Context: an optimization exercise on an open-source flow, tuned for small area, a short achievable clock period and few clock cycles per item. The choices shown serve that exercise and are no tape-out recipe. Function was checked by simulation only, so behaviour that the tests miss may differ from the original. Power is estimated from default activity; no workload was simulated.

`flow/run.sh`:
```
#!/bin/bash
# synth_recipe.tcl (not shown) runs the flow's synth.tcl, then flattens the netlist and writes it again
# the make line also repeats each setting of config.mk as NAME=value (left out here)
make -C /OpenROAD-flow-scripts/flow DESIGN_CONFIG=/design/flow/config.mk WORK_HOME=/design/flow/orfs CLKGATE_MAP_FILE= SYNTH_SCRIPT=/design/flow/synth_recipe.tcl finish
```
`flow/config.mk`:
```
export PLATFORM = sky130hd
export DESIGN_NAME = benes_solver
export DESIGN_NICKNAME = benes_solver
export VERILOG_FILES = /design/flow/design.v
export SDC_FILE = /design/flow/constraint.sdc
export NUM_CORES = 4
export LEC_CHECK = 0
export CAP_MARGIN = 20
export CORE_MARGIN = 2
export CORE_UTILIZATION = 60
export SETUP_SLACK_MARGIN = 5
export SLEW_MARGIN = 20
```
`flow/constraint.sdc`:
```
create_clock -name core_clock -period 10.0 [get_ports {clk}]
set_input_delay 2.0000 -clock core_clock [delete_from_list [all_inputs] [get_ports {clk}]]
set_output_delay 2.0000 -clock core_clock [all_outputs]
set_load 0.01 [all_outputs]
```
`flow/design.v`:
```
module benes_solver #(
    parameter K = 6
) (
    input  wire                           clk,
    input  wire                           rst,
    input  wire                           start,
    input  wire [(1<<K)*K-1:0]            perm_in,
    output wire                           ready,
    output reg                            done,
    output wire [(2*K-1)*(1<<(K-1))-1:0]  states
);
    localparam N  = 64;
    localparam H  = 32;
    localparam NC = 11;
    reg  [5:0]      u [0:N-1];
    reg  [N-1:0]    pf;          
    reg  [N-1:0]    pb;          
    reg  [N-1:0]    asg;         
    reg  [5:2]      th;          
    reg             c4;          
    reg             busy;
    reg             rdy;
    reg  [NC*H-1:0] st;
    assign ready  = rdy;
    assign states = st;
    wire [5:0] cm = {th, 2'b11};                         
    wire [4:0] lv = {~th[2], th[2] & ~th[3], th[3] & ~th[4], th[4] & ~th[5], th[5]};  
    genvar g;
    wire [N*7-1:0]  lf, lb;
    generate
        for (g = 0; g < N; g = g + 1) begin : g_leaf
            assign lf[g*7 +: 7] = {pf[g], u[g] & {6{pf[g]}}};
            assign lb[g*7 +: 7] = {pb[g], u[g] & {6{pb[g]}}};
        end
    endgenerate
    wire [16*7-1:0] tf, tk;
    benes_solver_bcast #(.W(7)) u_bf (.lv(lv), .leaf(lf), .bc(tf));
    benes_solver_bcast #(.W(7)) u_bb (.lv(lv), .leaf(lb), .bc(tk));
    wire [N-1:0] mf, mb;
    generate
        for (g = 0; g < N; g = g + 1) begin : g_cam
            wire [5:0] vf = tf[(g>>2)*7 +: 6] ^ 6'd1;
            wire [5:0] vb = tk[(g>>2)*7 +: 6] ^ 6'd1;
            assign mf[g] = &(~cm | ~(u[g] ^ vf));
            assign mb[g] = &(~cm | ~(u[g] ^ vb));
        end
    endgenerate
    wire [N-1:0] cf, cb;             
    generate
        for (g = 0; g < N; g = g + 1) begin : g_c
            assign cf[g] = mf[g ^ 1];
            assign cb[g] = mb[g ^ 1];
        end
    endgenerate
    wire [N-1:0] am = asg | mf | mb;
    wire [N-1:0] zl = cf & am;
    wire [15:0]  zb;
    benes_solver_bcast #(.W(1)) u_bz (.lv(lv), .leaf(zl), .bc(zb));
    wire [N-1:0]   y = ~am;
    wire [7*N-1:0] a;
    assign a[0 +: N] = y;
    genvar s;
    generate
        for (s = 0; s < 6; s = s + 1) begin : g_pfx
            for (g = 0; g < N; g = g + 1) begin : g_b
                if (g & (1 << s)) begin : g_hi
                    assign a[(s+1)*N + g] = a[s*N + g] | (cm[s] & a[s*N + (g & ~((1 << s) - 1)) - 1]);
                end else begin : g_lo
                    assign a[(s+1)*N + g] = a[s*N + g];
                end
            end
        end
    endgenerate
    wire [N-1:0] f;
    generate
        for (g = 0; g < N; g = g + 1) begin : g_ff
            if (g == 0) begin : g_z
                assign f[g] = y[g];
            end else begin : g_nz
                localparam [5:0] GB = g;
                wire bstart = ~|(cm & GB);
                assign f[g] = y[g] & (bstart | ~a[6*N + g - 1]);
            end
        end
    endgenerate
    wire [N-1:0] pfn, pbn;
    generate
        for (g = 0; g < N; g = g + 1) begin : g_pn
            assign pfn[g] = zb[g>>2] ? f[g]     : cf[g];
            assign pbn[g] = zb[g>>2] ? f[g ^ 1] : cb[g];
        end
    endgenerate
    wire all_asg = &am;
    wire last    = lv[4] ? c4 : all_asg;
    wire [N-1:0] nf = mf & ~asg;     
    wire [N-1:0] nb = mb & ~asg;     
    wire [H-1:0] in_en, in_v, out_en, out_v;
    generate
        for (g = 0; g < H; g = g + 1) begin : g_row
            wire [6:0] rf = tf[(g>>1)*7 +: 7];
            wire [6:0] rb = tk[(g>>1)*7 +: 7];
            wire [4:0] rr = g;
            wire ef = rf[6] & &(~cm[5:1] | ~(rf[5:1] ^ rr));
            wire eb = rb[6] & &(~cm[5:1] | ~(rb[5:1] ^ rr));
            assign in_en[g]  = pf[2*g] | pf[2*g+1] | pb[2*g] | pb[2*g+1]
                             | nf[2*g] | nf[2*g+1] | nb[2*g] | nb[2*g+1];
            assign in_v[g]   = pf[2*g+1] | pb[2*g] | nf[2*g] | nb[2*g+1];
            assign out_en[g] = ef | eb;
            assign out_v[g]  = (ef & rf[0]) | (eb & ~rb[0]);
        end
    endgenerate
    function [4:0] spec;
        input integer d;
        input integer r;
        integer k;
        begin
            spec = r;
            for (k = 0; k < 5; k = k + 1)
                if (k < d) spec[5-d+k] = r[4-k];
        end
    endfunction
    function [4:0] rev5;
        input integer r;
        integer k;
        begin
            for (k = 0; k < 5; k = k + 1)
                rev5[k] = r[4-k];
        end
    endfunction
    wire [H-1:0] sw;
    generate
        for (g = 0; g < H; g = g + 1) begin : g_sw
            wire [4:0] old;
            assign old[0] = st[0*H + spec(0, g)];
            assign old[1] = st[1*H + spec(1, g)];
            assign old[2] = st[2*H + spec(2, g)];
            assign old[3] = st[3*H + spec(3, g)];
            assign old[4] = st[4*H + spec(4, g)];
            assign sw[g] = in_en[g] ? in_v[g] : |(old & lv);
        end
    endgenerate
    wire [5:0] un [0:N-1];
    generate
        for (g = 0; g < H; g = g + 1) begin : g_mv
            wire [5:0] e0 = sw[g] ? u[2*g+1] : u[2*g];
            wire [5:0] e1 = sw[g] ? u[2*g]   : u[2*g+1];
            assign un[g]    = {e0[0], e0[5:1]};
            assign un[g+32] = {e1[0], e1[5:1]};
        end
    endgenerate
    wire accept = start & rdy;
    wire fin    = busy & lv[4] & c4;
    integer j, dd;
    always @(posedge clk) begin
        if (rst) begin
            busy <= 1'b0;
            rdy  <= 1'b0;
            done <= 1'b0;
        end else begin
            done <= fin;
            if (accept) begin
                busy <= 1'b1;
                rdy  <= 1'b0;
            end else if (fin) begin
                busy <= 1'b0;
                rdy  <= 1'b1;
            end else if (busy) begin
                rdy  <= lv[4] & ~c4;
            end else begin
                rdy  <= 1'b1;
            end
        end
    end
    always @(posedge clk) begin
        if (accept) begin
            for (j = 0; j < N; j = j + 1)
                u[j] <= perm_in[j*6 +: 6];
            pf  <= {{(N-2){1'b0}}, 2'b01};
            pb  <= {{(N-2){1'b0}}, 2'b10};
            asg <= {{(N-2){1'b0}}, 2'b11};
            th  <= 4'b1111;
            c4  <= 1'b0;
        end else if (last) begin
            for (j = 0; j < N; j = j + 1)
                u[j][4:0] <= un[j][4:0];
            for (j = 0; j < N; j = j + 1) begin
                pf[j]  <= ((j[5:0] & {1'b0, th[5:3], 2'b11}) == 6'd0);
                pb[j]  <= ((j[5:0] & {1'b0, th[5:3], 2'b11}) == 6'd1);
                asg[j] <= ((j[5:1] & {1'b0, th[5:3], 1'b1}) == 5'd0);
            end
            th  <= {1'b0, th[5:3]};
            c4  <= 1'b0;
        end else begin
            pf  <= pfn;
            pb  <= pbn;
            asg <= am | pfn | pbn;
            c4  <= lv[4];
        end
    end
    always @(posedge clk) begin
        for (dd = 0; dd < 5; dd = dd + 1)
            for (j = 0; j < H; j = j + 1) begin
                if (lv[dd] & in_en[spec(dd, j)])
                    st[dd*H + j] <= in_v[spec(dd, j)];
                if (lv[dd] & out_en[spec(dd, j)])
                    st[(NC-1-dd)*H + j] <= out_v[spec(dd, j)];
            end
        if (lv[4] & c4)
            for (j = 0; j < H; j = j + 1)
                st[5*H + j] <= un[rev5(j) * 2][0];
    end
endmodule
module benes_solver_bcast #(
    parameter W = 1
) (
    input  wire [4:0]      lv,
    input  wire [64*W-1:0] leaf,
    output wire [16*W-1:0] bc
);
    wire [32*W-1:0] t5;
    wire [16*W-1:0] t4;
    wire [8*W-1:0]  t3;
    wire [4*W-1:0]  t2;
    wire [2*W-1:0]  t1;
    wire [W-1:0]    t0;
    genvar g;
    generate
        for (g = 0; g < 32; g = g + 1) begin : g_t5
            assign t5[g*W +: W] = leaf[(2*g)*W +: W] | leaf[(2*g+1)*W +: W];
        end
        for (g = 0; g < 16; g = g + 1) begin : g_t4
            assign t4[g*W +: W] = t5[(2*g)*W +: W] | t5[(2*g+1)*W +: W];
        end
        for (g = 0; g < 8; g = g + 1) begin : g_t3
            assign t3[g*W +: W] = t4[(2*g)*W +: W] | t4[(2*g+1)*W +: W];
        end
        for (g = 0; g < 4; g = g + 1) begin : g_t2
            assign t2[g*W +: W] = t3[(2*g)*W +: W] | t3[(2*g+1)*W +: W];
        end
        for (g = 0; g < 2; g = g + 1) begin : g_t1
            assign t1[g*W +: W] = t2[(2*g)*W +: W] | t2[(2*g+1)*W +: W];
        end
        assign t0 = t1[0 +: W] | t1[W +: W];
        for (g = 0; g < 16; g = g + 1) begin : g_bc
            assign bc[g*W +: W] = ({W{lv[0]}} & t0)
                                | ({W{lv[1]}} & t1[(g>>3)*W +: W])
                                | ({W{lv[2]}} & t2[(g>>2)*W +: W])
                                | ({W{lv[3]}} & t3[(g>>1)*W +: W])
                                | ({W{lv[4]}} & t4[g*W +: W]);
        end
    endgenerate
endmodule
```
==> impl_metrics.csv <==
group,metric,value,unit
placement,dp.cells,8803,
floorplanning,io_pins,741,
yosys,synth_edf_count,736,
floorplanning,fp.dieH,330,um
status,status,"did not finish",
yosys,yosysUniqueCellTypes,116,
yosys,synth_top_area_share,0.346,
clock_network,clock-sinks,936,
yosys,synthesis.nets,7596,
status,stop_stage,"global routing (5_1_grt)",
yosys,syn_area,63900,um^2
clock_network,root_buffer,"clkbuf_16",
global_route,grt_use_total,0.902,
yosys,synth_top_area_cell,"edfxtp_1",
placement,numPortBuffers,740,
global_route,grt_overflow,825,
global_route,grt_max_degree,206,
yosys,synthTopCellsByArea,"edfxtp_1 (35%), dfxtp_1 (6.3%), mux2i_1 (4.8%), xnor2_1 (4.7%), nor2_1 (4.4%)",
yosys,netlist_instances,7209,
yosys,synth_seq_cells,936,
status,firstError,"[ERROR GRT-0116] Global routing finished with congestion. Check the congestion regions in the DRC Viewer.",
yosys,async_flop_share,0,
yosys,ys_seq_area_frac,0.408,
clock_network,cts_buffers,96,
floorplanning,initial_core_util,0.606,
yosys,syn_area_per_cell,8.87,um^2
clock_network,h-tree-depth,3,
clock_network,clock_path_buffers,3,
placement,dpl.hpwl,283000,um
global_route,first_global_vias,91419,
global_route,grt_pass1_wl,716000,um
floorplanning,dieWidth,330,um
yosys,synthFlopType,"edfxtp_1",
floorplanning,rows,119,
yosys,yosysWarnings,2,
placement,gp_congestion,1.29,
placement,dp_slack,1.80,ns
## layer usage
metal,overflow,global-route usage
met5,22,0.653
met4,278,0.878
met3,127,0.848
met2,273,0.973
met1,125,0.909
## synthesized netlist by cell type, types with 39 or more instances
master,n
o21ai_0,528
clkbuf_1,631
xnor2_1,341
nand2b_1,53
dfxtp_1,200
nor4_1,106
edfxtp_1,736
nand3_1,94
a21o_1,49
and2_1,40
a22oi_1,353
buf_2,59
mux2_2,42
nor3_1,96
o211ai_1,68
inv_1,122
or2_2,41
nor2_1,754
a211oi_1,45
mux2i_1,307
a31oi_1,51
o22ai_1,90
xor2_1,251
o21a_1,39
a21oi_1,335
nand2_1,740
nand4_1,72
a22o_1,80
buf_1,77
a221oi_1,106
o221ai_1,55
## logic make-up after synthesis
family                 count (synthesis)  synth area share
AND/OR/NAND/NOR                     2235             0.163
AO/OA/AOI/OAI                       2199             0.238
flip-flops                           936             0.408
buffers and inverters                897            0.0540
XOR/XNOR                             592            0.0811
multiplexers                         350            0.0557
## worst min path at each step
stage | from | endpoint | slack (ns) | cells past startpoint
floorplan | busy | rdy | 0.42 | 1
CTS | busy | rdy | 0.51 | 1
detailed placement | busy | rdy | 0.46 | 1
global placement | busy | rdy | 0.44 | 1
## timing repair
item	CTS
pin swaps	203
gates resized for setup	954
cloned	26
setup endpoints to repair	1117
hold buffers	0
buffers inserted	744
## stage by stage
step,total power [mW],cell area (um^2)
floorplan,59.5,64400
global placement,49.4,72500
detailed placement,50.1,72600
CTS,113,86800
## power groups by stage
stage	registers [mW]	logic, mW	clock network [mW]
after floorplan	7.19	52.4	0
after global placement	6.92	42.5	0
after detailed placement	6.94	43.1	0
after CTS	8.21	101	3.67
Testbench counts, summed over its fixed seeds: cycles 6,868, solves 192.
